Source: an optimization exercise on an open RTL-to-GDS flow (aim: small area, a short achievable clock period and few clock cycles per item). Production flows keep margins and buffers that such runs may drop.
At most, simulation tests tie the RTL to the original design; equivalence was not proved.

==> branch garnet: inputs <==
## ring_locator
module ring_locator (
    input  wire         clk,
    input  wire         rst,
    input  wire         req_valid,
    output wire         req_ready,
    input  wire [31:0]  seed,
    input  wire [4:0]   n,
    input  wire [4:0]   k,
    input  wire [1:0]   m,
    input  wire [1:0]   s,
    input  wire [23:0]  displ,
    input  wire [119:0] dorder,
    input  wire [39:0]  rba,
    output wire         resp_valid,
    input  wire         resp_ready,
    output wire [19:0]  loc_mem,
    output wire [3:0]   loc_has,
    output wire [159:0] loc_mlba
);
    localparam [2:0] P_START = 3'd0,
                     P_DIV   = 3'd1,
                     P_SEED  = 3'd2,
                     P_SHUF  = 3'd3,
                     P_FIN   = 3'd4,
                     P_ACC   = 3'd5;
    reg  [2:0] phase;
    reg  [3:0] cnt;
    reg        rv;                       
    reg  [3:0] pend;                     
    wire adv = !rv || resp_ready;
    assign req_ready  = (phase == P_ACC) && adv && (pend == 4'd0);
    assign resp_valid = rv;
    function [31:0] xs;
        input [31:0] v;
        reg   [31:0] t;
        begin
            t  = v ^ (v << 13);
            t  = t ^ (t >> 17);
            xs = t ^ (t << 5);
        end
    endfunction
    reg  [4:0] kreg, dreg, wreg;
    reg  [5:0] k3;                       
    reg  [6:0] d3;                       
    wire [35:0] x = rba[39:4];
    reg  [3:0]  xd;                      
    reg  [3:0]  ra;                      
    reg  [3:0]  sd;                      
    reg  [4:0]  rb;                      
    reg  [3:0]  pd;                      
    reg  [35:0] pw;                      
    reg  [31:0] st;                      
    function [3:0] xdig;
        input [3:0] d;
        begin
            case (d)
            4'd0: xdig = rba[7:4];
            4'd1: xdig = rba[11:8];
            4'd2: xdig = rba[15:12];
            4'd3: xdig = rba[19:16];
            4'd4: xdig = rba[23:20];
  ...
export LEC_CHECK = 0
export CAP_MARGIN = 20
export CORE_MARGIN = 2
export CORE_UTILIZATION = 40
export SETUP_SLACK_MARGIN = 4.5
export SLEW_MARGIN = 20
create_clock -name core_clock -period 10.0 [get_ports {clk}]
run.sh (not shown) runs the stock make flow with config.mk's settings and CLKGATE_MAP_FILE= SYNTH_SCRIPT=/design/flow/synth_recipe.tcl, a recipe that flattens the netlist after the stock synthesis.
==> inputs of branch indigo, as changes to branch garnet <==
SETUP_SLACK_MARGIN = unset   (was 4.5)
==> impl_metrics.env <==
export IMPL_status="no timing/DRC/antenna violations"
export IMPL_fin_nets=6558
export IMPL_cp_slowest_cell="fa_2"
export IMPL_syn_to_final_growth_pct=18.9
export IMPL_antenna_cells=3
export IMPL_layout_cells_non_filler=7433
export IMPL_layout_min_cycle_time_ns=6.69
# the run above: branch garnet

==> impl_metrics.env <==
export IMPL_layout_min_cycle_time_ns=7.26
export IMPL_status="no timing/DRC/antenna violations"
export IMPL_cp_slowest_cell="fa_1"
export IMPL_fin_nets=6450
export IMPL_syn_to_final_growth_pct=16.0
export IMPL_antenna_cells=4
# the run above: branch indigo

No functional check of the RTL was part of any run of this note.

==> inputs of run M <==
Another version of the RTL of ring_locator (not shown whole).
## ring_locator
module ring_locator (
    input  wire         clk,
    input  wire         rst,
    input  wire         req_valid,
    output wire         req_ready,
    input  wire [31:0]  seed,
    input  wire [4:0]   n,
    input  wire [4:0]   k,
    input  wire [1:0]   m,
    input  wire [1:0]   s,
    input  wire [23:0]  displ,
    input  wire [119:0] dorder,
    input  wire [39:0]  rba,
    output wire         resp_valid,
    input  wire         resp_ready,
    output wire [19:0]  loc_mem,
    output wire [3:0]   loc_has,
    output wire [159:0] loc_mlba
);
Settings: LEC_CHECK=0, CAP_MARGIN=20, CORE_MARGIN=2, CORE_UTILIZATION=40, SETUP_SLACK_MARGIN=5, SLEW_MARGIN=20; clock period 10.0 ns.
==> run R (differences from run M) <==
--- a/flow/design.v
+++ b/flow/design.v
@@ -30,11 +30,11 @@
     reg        fe_miss;                  
     reg        fe_seeded;                
     reg        rv;                       
     reg  [3:0] pend;                     
     wire be_take = (be_ph == B_IDLE) && (!rv || resp_ready);
-    wire fe_done = (fe_ph == F_WAIT) && (fe_seeded || !fe_miss);
+    wire fe_done = (fe_ph == F_WAIT);
     wire xfer    = fe_done && be_take && req_valid && !rst;
     assign req_ready  = fe_done && be_take;
     assign resp_valid = rv;
     function [31:0] xs;
         input [31:0] v;
@@ -183,19 +183,20 @@
         4'd1:    key_dig = key_p[7:4];
         default: key_dig = key_p[3:0];
         endcase
     end
     wire dig_eq = (pd == key_dig);
-    wire hit = pmatch && dig_eq && ring_same;
+    reg  ring_r;                         
+    reg  dfirst;                         
+    wire hit = pmatch && dig_eq && ring_r;
     reg  [31:0] st;                      
     reg  [35:0] pw;                      
     reg  [3:0]  c_b;                     
     reg  [4:0]  k_b, n_b;
     reg  [1:0]  s_b;
     reg  [23:0] displ_b;
     reg  [119:0] dorder_b;
-    reg         nd_zero;                 
     reg  [4:0]  pr_b [0:3];              
     reg  [4:0] qf;                       
     reg        v1a, v1b, v2a, v2b;
     reg  [4:0] m1a, m1b, m2a, m2b;       
     reg  [24:0] mh;                      
@@ -365,23 +366,34 @@
         s2b    <= red4m(sb_a, sb_b, m1b, m12b);
         m2a    <= m1a;
         m2b    <= m1b;
         m3a    <= {2'b0, m1a} + {1'b0, m1a, 1'b0};
         m3b    <= {2'b0, m1b} + {1'b0, m1b, 1'b0};
-        r2h <= rh;                       
-        lt  <= lt_n;
-        b0  <= t2_ok ? top2 : top1;
-        nb1 <= t1_ok || t2_ok;
-        nb2 <= t1_ok && t2_ok;
+        r2h    <= rh;                    
+        lt     <= lt_n;
+        b0     <= t2_ok ? top2 : top1;
+        nb1    <= t1_ok || t2_ok;
+        nb2    <= t1_ok && t2_ok;
     end
     always @(posedge clk) begin
         begin
             if (rv && resp_ready)
                 rv <= 1'b0;
             case (fe_ph)
             F_START: begin
                 if (req_valid) begin
+                    kreg   <= k;
+                    dreg   <= n - {3'd0, s};
+                    wreg   <= k + {3'd0, m};
+                    k3     <= {1'b0, k} + {k, 1'b0};
+                    d3     <= {2'b0, n - {3'd0, s}} + {1'b0, n - {3'd0, s}, 1'b0};
+                    xd     <= xdig(dtop);
+                    cnt    <= dtop + 4'd2;
+                    sd     <= 4'd0;
+                    pd     <= 4'd0;
+                    ring_r <= ring_same;
+                    dfirst <= 1'b1;
                     if (fast) begin
                         if (x_inc) begin
                             ra <= c_wrap ? 4'd0 : ra + 4'd1;
                             if (c_wrap) begin
                                 rb    <= rb + 5'd1;
@@ -394,23 +406,12 @@
                         end
                         fe_miss   <= 1'b0;
                         fe_seeded <= 1'b0;
                         fe_ph     <= F_WAIT;
                     end else begin
-                        kreg  <= k;
-                        dreg  <= n - {3'd0, s};
-                        wreg  <= k + {3'd0, m};
-                        k3    <= {1'b0, k} + {k, 1'b0};
-                        d3    <= {2'b0, n - {3'd0, s}} + {1'b0, n - {3'd0, s}, 1'b0};
-                        xd    <= xdig(dtop);
-                        cnt   <= dtop + 4'd2;
                         ra    <= 4'd0;
                         rb    <= 5'd0;
-                        sd    <= 4'd0;
-                        pd    <= 4'd0;
-                        pw_f  <= 36'd0;
-                        st_f  <= 32'd0;
                         fe_ph <= F_DIV;
                     end
                 end
             end
             F_DIV: begin
@@ -421,17 +422,21 @@
                 end
                 if (cnt >= 4'd1) begin
                     rb <= b_r;
                     pd <= b_q;
                 end
-                pw_f <= {pw_f[31:0], 4'd0} + (pd[0] ? {31'd0, wreg} : 36'd0)
+                dfirst <= 1'b0;
+                pw_f <= (dfirst ? 36'd0 : {pw_f[31:0], 4'd0})
+                                           + (pd[0] ? {31'd0, wreg} : 36'd0)
                                            + (pd[1] ? {30'd0, wreg, 1'b0} : 36'd0)
                                            + (pd[2] ? {29'd0, wreg, 2'b0} : 36'd0)
                                            + (pd[3] ? {28'd0, wreg, 3'b0} : 36'd0);
                 if (cnt == 4'd0)
                     st_f <= seed ^ ({st_f[27:0], 4'd0} + gdig);
-                else if (cnt <= 4'd2)
+                else if (cnt == 4'd2)
+                    st_f <= gdig;
+                else if (cnt == 4'd1)
                     st_f <= {st_f[27:0], 4'd0} + gdig;
                 if (cnt == 4'd2)
                     pmatch <= dig_eq;
                 else
                     pmatch <= pmatch && dig_eq;
@@ -468,19 +473,18 @@
                 end
             end
             default: fe_ph <= F_START;
             endcase
             if (xfer) begin
-                st       <= st_f;
+                st       <= (fe_miss && !fe_seeded) ? st_x5 : st_f;
                 pw       <= pw_f;
                 c_b      <= ra;
                 k_b      <= kreg;
                 n_b      <= n;
                 s_b      <= s;
                 displ_b  <= displ;
                 dorder_b <= dorder;
-                nd_zero  <= ((displ & ~(24'hFFFFFF << n)) == 24'd0);
                 o_blk    <= rba[3:0];
                 for (ti = 0; ti < 4; ti = ti + 1)
                     pr_b[ti] <= pr[ti];
                 if (fe_miss)
                     for (ti = 0; ti < 24; ti = ti + 1)
@@ -520,11 +524,11 @@
                 for (ti = 0; ti < 4; ti = ti + 1) begin
                     o_mem[ti] <= mem_c[ti];
                     o_has[ti] <= !dsp_c[ti];
                     o_cy[ti]  <= lo_sum[ti][5];
                 end
-                if (nd_zero) begin
+                if (dsp_c == 4'd0) begin
                     rv    <= 1'b1;
                     be_ph <= B_IDLE;
                 end else
                     be_ph <= B_ACC;
             end
CORE_UTILIZATION = 50   (was 40)
==> run A (differences from run M) <==
--- a/flow/design.v
+++ b/flow/design.v
@@ -30,11 +30,11 @@
     reg        fe_miss;                  
     reg        fe_seeded;                
     reg        rv;                       
     reg  [3:0] pend;                     
     wire be_take = (be_ph == B_IDLE) && (!rv || resp_ready);
-    wire fe_done = (fe_ph == F_WAIT) && (fe_seeded || !fe_miss);
+    wire fe_done = (fe_ph == F_WAIT);
     wire xfer    = fe_done && be_take && req_valid && !rst;
     assign req_ready  = fe_done && be_take;
     assign resp_valid = rv;
     function [31:0] xs;
         input [31:0] v;
@@ -191,11 +191,10 @@
     reg  [3:0]  c_b;                     
     reg  [4:0]  k_b, n_b;
     reg  [1:0]  s_b;
     reg  [23:0] displ_b;
     reg  [119:0] dorder_b;
-    reg         nd_zero;                 
     reg  [4:0]  pr_b [0:3];              
     reg  [4:0] qf;                       
     reg        v1a, v1b, v2a, v2b;
     reg  [4:0] m1a, m1b, m2a, m2b;       
     reg  [24:0] mh;                      
@@ -293,27 +292,25 @@
     endgenerate
     wire t1_in = (s_b != 2'd0);
     wire t2_in = (s_b == 2'd2);
     wire t1_ok = t1_in && !displ_b[top1];
     wire t2_ok = t2_in && !displ_b[top2];
-    reg  [4:0] b0;                       
-    reg        nb1, nb2;                 
+    wire [4:0] b0  = t2_ok ? top2 : top1;    
+    wire       nb1 = t1_ok || t2_ok;         
+    wire       nb2 = t1_ok && t2_ok;
     wire [1:0] rh = pend[0] ? 2'd0 : pend[1] ? 2'd1 : pend[2] ? 2'd2 : 2'd3;
     reg  [4:0] o_mem [0:3];
     reg  [3:0] o_has;
     reg  [3:0] o_cy;                     
     reg  [3:0] o_blk;
-    reg        r2v;
-    reg  [1:0] r2h;
     reg  [23:0] lt;
     wire [4:0] rk_home = o_mem[rh];
     wire [4:0] hd_n = dorder_b[rk_home*5 +: 5];
-    reg  [23:0] lt_n;
     integer li;
     always @(*) begin
         for (li = 0; li < 24; li = li + 1)
-            lt_n[li] = displ_b[li] && (li < n_b) &&
+            lt[li] = displ_b[li] && (li < n_b) &&
                        !(t1_in && top1 == li[4:0]) && !(t2_in && top2 == li[4:0]) &&
                        (dorder_b[li*5 +: 5] < hd_n);
     end
     function [1:0] atl;                  
         input [2:0] v;
@@ -365,15 +362,10 @@
         s2b    <= red4m(sb_a, sb_b, m1b, m12b);
         m2a    <= m1a;
         m2b    <= m1b;
         m3a    <= {2'b0, m1a} + {1'b0, m1a, 1'b0};
         m3b    <= {2'b0, m1b} + {1'b0, m1b, 1'b0};
-        r2h <= rh;                       
-        lt  <= lt_n;
-        b0  <= t2_ok ? top2 : top1;
-        nb1 <= t1_ok || t2_ok;
-        nb2 <= t1_ok && t2_ok;
     end
     always @(posedge clk) begin
         begin
             if (rv && resp_ready)
                 rv <= 1'b0;
@@ -468,19 +460,18 @@
                 end
             end
             default: fe_ph <= F_START;
             endcase
             if (xfer) begin
-                st       <= st_f;
+                st       <= (fe_miss && !fe_seeded) ? st_x5 : st_f;
                 pw       <= pw_f;
                 c_b      <= ra;
                 k_b      <= kreg;
                 n_b      <= n;
                 s_b      <= s;
                 displ_b  <= displ;
                 dorder_b <= dorder;
-                nd_zero  <= ((displ & ~(24'hFFFFFF << n)) == 24'd0);
                 o_blk    <= rba[3:0];
                 for (ti = 0; ti < 4; ti = ti + 1)
                     pr_b[ti] <= pr[ti];
                 if (fe_miss)
                     for (ti = 0; ti < 24; ti = ti + 1)
@@ -520,34 +511,33 @@
                 for (ti = 0; ti < 4; ti = ti + 1) begin
                     o_mem[ti] <= mem_c[ti];
                     o_has[ti] <= !dsp_c[ti];
                     o_cy[ti]  <= lo_sum[ti][5];
                 end
-                if (nd_zero) begin
+                if (dsp_c == 4'd0) begin
                     rv    <= 1'b1;
                     be_ph <= B_IDLE;
                 end else
                     be_ph <= B_ACC;
             end
             B_ACC: begin
-                if (pend == 4'd0) begin
+                if ((pend & (pend - 4'd1)) == 4'd0) begin
                     rv    <= 1'b1;
                     be_ph <= B_IDLE;
                 end
             end
             default: ;
             endcase
-            if (r2v) begin
+            if (pend != 4'd0) begin
                 if (!lt_any && nb1) begin
-                    o_mem[r2h] <= b0;
-                    o_has[r2h] <= 1'b1;
+                    o_mem[rh] <= b0;
+                    o_has[rh] <= 1'b1;
                 end else if (lt_any && !lt_two && nb2) begin
-                    o_mem[r2h] <= top1;
-                    o_has[r2h] <= 1'b1;
+                    o_mem[rh] <= top1;
+                    o_has[rh] <= 1'b1;
                 end
             end
-            r2v <= (pend != 4'd0);
             if (be_ph == B_FIN)
                 pend <= dsp_c;
             else
                 pend <= pend & ~pend_clr;
         end
@@ -560,11 +550,10 @@
             v1a     <= 1'b0;
             v1b     <= 1'b0;
             v2a     <= 1'b0;
             v2b     <= 1'b0;
             pend    <= 4'd0;
-            r2v     <= 1'b0;
         end
     end
 endmodule
 module rl_resid4 (
     input  wire [31:0] v,
==> summary.txt <==
Syn Nets = 9299
status = finished clean
WL met1 = 132000 µm
multi-input gates = 6396
Synth cell types = 104
startpoint types = register
CP endpoint kind = register
The numbers above come from run A.

==> summary.txt <==
status = finished clean
met2 Track Usage GR = 49.8%
WL met1 = 129000 µm
WS Path Type = in -> reg
Syn Nets = 9093
vias in the first global route = 65250
CP endpoint kind = register
Synth cell types = 90
multi-input gates = 6159
latest clock arrival within the worst-skew pair = 0.78 ns
The numbers above come from run M.

==> summary.txt <==
Core Footprint = 148000 µm²
multi-input gates = 6283
startpoint types = register
Top Registers = dorder_b (120), rowu (120)
status = finished clean
Syn Nets = 9226
Synth cell types = 97
The numbers above come from run R.

Testbench counts of run M, summed over its fixed seeds: cycles 33,423, items 3,072.
Testbench counts of run R, summed over its fixed seeds: cycles 31,572, items 3,072.
Testbench counts of run A, summed over its fixed seeds: cycles 30,971, items 3,072.

-- static timing again, ports no longer ideal --
In the flow no input, the clock included, has a driving cell. The finished layouts below were timed again as built, in two steps. Step 1 sets driving cells, clkbuf_16 on the clock port and buf_2 on the other inputs (assumed; they add their load-dependent delay and slew). Step 2, shift: input delay + t, output delay - t, t = (earliest + latest rising clock arrival at the registers) / 2. This alone moves slack from input paths to output paths. Slacks: ideal / step 1 / step 2; pairs: ideal / step 1.
| run | shift t [ns] | setup slack, ns | worst hold slack (ns) |
|---|---|---|---|
| branch garnet | 0.747 | 3.311 / 3.311 / 3.311 | 0.355 / 0.355 / 0.355 |
| branch indigo | 0.726 | 2.737 / 2.737 / 2.674 | 0.352 / 0.352 / 0.352 |
| run M | 0.846 | 4.778 / 4.839 / 3.993 | 0.405 / 0.405 / 0.405 |
| run R | 0.827 | 5.012 / 4.919 / 4.382 | 0.395 / 0.395 / 0.395 |
| run A | 0.833 | 3.926 / 3.926 / 3.926 | 0.388 / 0.388 / 0.388 |
After both steps setup and hold are still met in every run listed. For run M, which loses most, drivers alone change the setup slack by +0.061 ns; drivers and shift together by -0.785 ns.
